What follows belongs to an exercise in optimizing a design on an open flow for small area, a short achievable clock period and few clock cycles per item; a production flow would make more cautious choices.
Only simulation tests tie the RTL to the original design; equivalence was not proved.

==> flow/design.v (excerpt) <==
module sx_tag_engine (
  input  wire         clk,
  input  wire         rst,         
  input  wire         start,
  output wire         ready,
  input  wire [127:0] key,
  input  wire [63:0]  uid,
  input  wire [15:0]  acmd,
  input  wire [31:0]  acnt,
  input  wire [15:0]  alen,
  input  wire [63:0]  atag,
  input  wire         in_valid,
  output wire         in_ready,
  input  wire [15:0]  in_data,
  output reg          done,
  output wire [63:0]  tag,
  output wire         match
);
  localparam [1:0] P_IDLE = 2'd0,    
                   P_MSG  = 2'd1,    
                   P_L    = 2'd2,    
                   P_FIN  = 2'd3;    
  reg  [1:0]   ph;
  reg  [127:0] st;         
  reg  [127:0] rk;         
  reg  [127:0] blk;        
  reg  [3:0]   rnd;        
  reg          last;       
  reg  [14:0]  wrem;       
  reg          wodd;       
  reg          wz;         
  reg  [2:0]   wpos;       
  reg          bfull;      
  reg  [7:0] rcon;
  always @(*) begin
    case (rnd)
      4'd1:    rcon = 8'h01;
      4'd2:    rcon = 8'h02;
      4'd3:    rcon = 8'h04;
      4'd4:    rcon = 8'h08;
      4'd5:    rcon = 8'h10;
      4'd6:    rcon = 8'h20;
      4'd7:    rcon = 8'h40;
      4'd8:    rcon = 8'h80;
      4'd9:    rcon = 8'h1b;
      default: rcon = 8'h36;
    endcase
  end
  wire [127:0] sr, mc, nrk, kp;
  wire [31:0]  ksw;
  aes_round u_round (.st(st), .rk(rk), .rcon(rcon), .sr(sr), .mc(mc), .next_rk(nrk),
                     .kp(kp), .ksw(ksw));
  wire [127:0] hdr  = {uid, acmd, acnt, alen};
  wire         full = (alen[3:0] == 4'd0);   
  wire [127:0] mask = full ? {128{1'b1}} : ~({128{1'b1}} >> (8 * alen[3:0]));
  ...
==> flow/config.mk <==
export PLATFORM = sky130hd
export DESIGN_NAME = sx_tag_engine
export DESIGN_NICKNAME = sx_tag_engine
export VERILOG_FILES = /design/flow/design.v
export SDC_FILE = /design/flow/constraint.sdc
export NUM_CORES = 8
export LEC_CHECK = 0
export CAP_MARGIN = 20
export CELL_PAD_IN_SITES_DETAIL_PLACEMENT = 1
export CORE_MARGIN = 2
export CORE_UTILIZATION = 30
export CTS_CLUSTER_SIZE = 18
export PLACE_DENSITY = 0.5
export SETUP_SLACK_MARGIN = 2.5
export SLEW_MARGIN = 20
export SYNTH_HIERARCHICAL = 1
export SYNTH_MINIMUM_KEEP_SIZE = 0
==> flow/constraint.sdc <==
create_clock -name core_clock -period 8.0 [get_ports {clk}]
set_input_delay 1.6000 -clock core_clock [delete_from_list [all_inputs] [get_ports {clk}]]
set_output_delay 1.6000 -clock core_clock [all_outputs]
set_load 0.01 [all_outputs]
standard.sh (not shown) runs the stock make flow with config.mk's settings and CLKGATE_MAP_FILE= SYNTH_SCRIPT=/design/flow/synth_recipe.tcl, a recipe that flattens the netlist after the stock synthesis.
==> flow/flow/run.sh <==
#!/bin/bash
# The standard layout (standard.sh), with one change: the port buffers that
# global placement adds are sky130_fd_sc_hd__buf_1 instead of the delay buffer
# buffer_ports picks by itself.  The whole output goes to standard.log here.
set -euo pipefail
export BUFFER_PORTS_ARGS="-buffer_cell sky130_fd_sc_hd__buf_1"
bash standard.sh > standard.log 2>&1
The first run passed the timing, design-rule and antenna checks.
Testbench counts at the start, summed over its fixed seeds: cycles 13,264, items 256.
==> next run, changes <==
--- a/flow/config.mk
+++ b/flow/config.mk
@@ -8 +8 @@
-export CAP_MARGIN = 20
+export CAP_MARGIN = 10
@@ -12 +11,0 @@
-export CTS_CLUSTER_SIZE = 18
@@ -15 +14 @@
-export SLEW_MARGIN = 20
+export SLEW_MARGIN = 10
The changed run finished clean.
First-iteration DRC count decreases by 0.63%.
Wire length is about the same.
Register-to-register slack gains 0.03 ns.
Clock skew decreases by 0.0061 ns.
Synthesized area is unchanged.
Synthesized cell count does not change.
Global-route usage is about the same.
Die area does not change.
Via count increases by 0.40%.
==> next run, changes <==
--- a/flow/config.mk
+++ b/flow/config.mk
@@ -8 +8 @@
-export CAP_MARGIN = 10
+export CAP_MARGIN = 20
@@ -13,2 +13,2 @@
-export SETUP_SLACK_MARGIN = 2.5
-export SLEW_MARGIN = 10
+export SETUP_SLACK_MARGIN = 2.75
+export SLEW_MARGIN = 20
What happened: The changed run went through all stages and came out clean; cell area rose by 5.2%; critical path depth rose by 2.
==> next run, changes <==
--- a/flow/config.mk
+++ b/flow/config.mk
@@ -11,0 +12,2 @@
+export CTS_CLUSTER_DIAMETER = 80
+export CTS_CLUSTER_SIZE = 20
@@ -13 +15 @@
-export SETUP_SLACK_MARGIN = 2.75
+export SETUP_SLACK_MARGIN = 2.5
Area after synthesis does not change.
Clock-buffer cell count went down by 29.
Worst setup slack degrades by 0.20 ns.
Utilization went down by 2.0 points.
Clock skew stays flat.
First-iteration DRC count went down slightly.
Non-clock buffer count went down by 108.
Sequential cell count does not change.
Sequential share of layout area went up by 0.60 points.

---

## before
sx_tag_engine, a different RTL version from the one above (not shown whole).
For scale: ~7300 cells after synthesis, roughly 410 I/O pins, ~0.062 sq mm of cells after synthesis.
clock: 8.0 ns
lec_check: 0
cap_margin: 20
cell_pad_in_sites_detail_placement: 1
core_margin: 2
core_utilization: 35
place_density: 0.55
setup_slack_margin: 2.5
slew_margin: 20
synth_hierarchical: 1
synth_minimum_keep_size: 0
Scripts as last shown in full above: flow/flow/run.sh
Testbench counts of before, summed over its fixed seeds: cycles 13,264, items 256.
Relative to before, the following input files were edited for after:
Settings: swapping 0.55 for 0.5 in PLACE_DENSITY; swapping 35 for 30 in CORE_UTILIZATION; swapping 2.5 for 2.75 in SETUP_SLACK_MARGIN.
Changes observed in after relative to before: count of non-CTS buffers in the layout went up. For before, the startpoint of the most critical setup path was st[56]$_DFF_P_, unlike after, where it was alen[0]. before ended up with st[65]$_DFF_P_ as its capture point of the worst path; after ended up with st[73]$_DFF_P_. [compare] base=before new=after: total non-filler cell area in the finished layout increased by 6.1% relative to the old numbers; met1 layer wirelength in the final routing went up; slew at the pin with the worst max-slew slack increased by 0.031 ns relative to the old numbers. Worst path setup slack after routing, after and before, higher one = after. Global-route met2 utilization delta for after relative to before: 5.0 points lower. after finished end to end and its layout was clean on timing, DRC and antenna.

---

RTL: one of the versions met above, not the one the previous note started from.
For scale: ~410 I/O pins, roughly 0.063 mm^2 of cells after synthesis.
// sx_tag_engine
module sx_tag_engine (
  input  wire         clk,
  input  wire         rst,         
  input  wire         start,
  output wire         ready,
  input  wire [127:0] key,
  input  wire [63:0]  uid,
  input  wire [15:0]  acmd,
  input  wire [31:0]  acnt,
  input  wire [15:0]  alen,
  input  wire [63:0]  atag,
  input  wire         in_valid,
  output wire         in_ready,
  input  wire [15:0]  in_data,
  output reg          done,
  output wire [63:0]  tag,
  output wire         match
);
export LEC_CHECK = 0
export CAP_MARGIN = 20
export CELL_PAD_IN_SITES_DETAIL_PLACEMENT = 1
export CORE_MARGIN = 2
export CORE_UTILIZATION = 30
export PLACE_DENSITY = 0.5
export SETUP_SLACK_MARGIN = 2.25
export SLEW_MARGIN = 20
export SYNTH_HIERARCHICAL = 1
export SYNTH_MINIMUM_KEEP_SIZE = 0
create_clock -name core_clock -period 8.0 [get_ports {clk}]
Scripts as last shown in full above: flow/flow/run.sh
Testbench counts at the start, summed over its fixed seeds: cycles 13,264, items 256.
==> next run, changes <==
- GPL_ROUTABILITY_DRIVEN: default -> 0
- SETUP_SLACK_MARGIN: 2.25 -> 2.5
Outcome:
- design area came out higher by about 2.5%
- register-to-register slack improves by 0.15 ns
- non-clock buffer count came out higher by 48
- clock skew came out higher by 0.0093 ns
- routed wire length barely changes
- hold slack degrades by 0.0053 ns
- clock-buffer cell count came out lower by 7
- area after synthesis does not change
- sequential share of layout area came out lower by 0.29 points
- cell count came out higher by 0.39%

-- re-timing with driven ports --
How much do the figures lean on ideal ports? The routed layouts below were timed once more, with nothing changed but the port constraints.
Step 1, drivers: a clkbuf_16 drives clk and a buf_2 each remaining input, both assumed.
Step 2 times the ports against the registers' clock, not the clock port: input delays grow and output delays shrink by t, the midpoint of the rising clock arrivals with the driver on.
Slacks: ideal / step 1 / step 2; pairs: ideal / step 1.
| run | t, ns | setup WS [ns] | worst setup path after step 2 | clock arrival spread, ns |
|---|---|---|---|---|
| the first run of note 1 | 0.796 | 2.548 / 2.548 / 2.179 | input to register | 0.035 / 0.035 |
| the second run of note 1 | 0.776 | 2.576 / 2.576 / 2.147 | input to register | 0.031 / 0.031 |
| the third run of note 1 | 0.801 | 2.705 / 2.705 / 2.333 | input to register | 0.046 / 0.046 |
| the fourth run of note 1 | 0.739 | 2.506 / 2.506 / 2.246 | input to register | 0.046 / 0.046 |
| before | 0.792 | 2.581 / 2.581 / 2.236 | input to register | 0.037 / 0.037 |
| after | 0.770 | 2.721 / 2.767 / 2.022 | input to register | 0.055 / 0.055 |
| the first run of note 3 | 0.791 | 2.280 / 2.280 / 2.194 | input to register | 0.032 / 0.032 |
| the second run of note 3 | 0.791 | 2.425 / 2.425 / 1.924 | input to register | 0.044 / 0.043 |
After both steps every run listed still meets setup and hold. For after, which loses most, drivers alone change the setup slack by +0.046 ns; drivers and shift together by -0.699 ns.
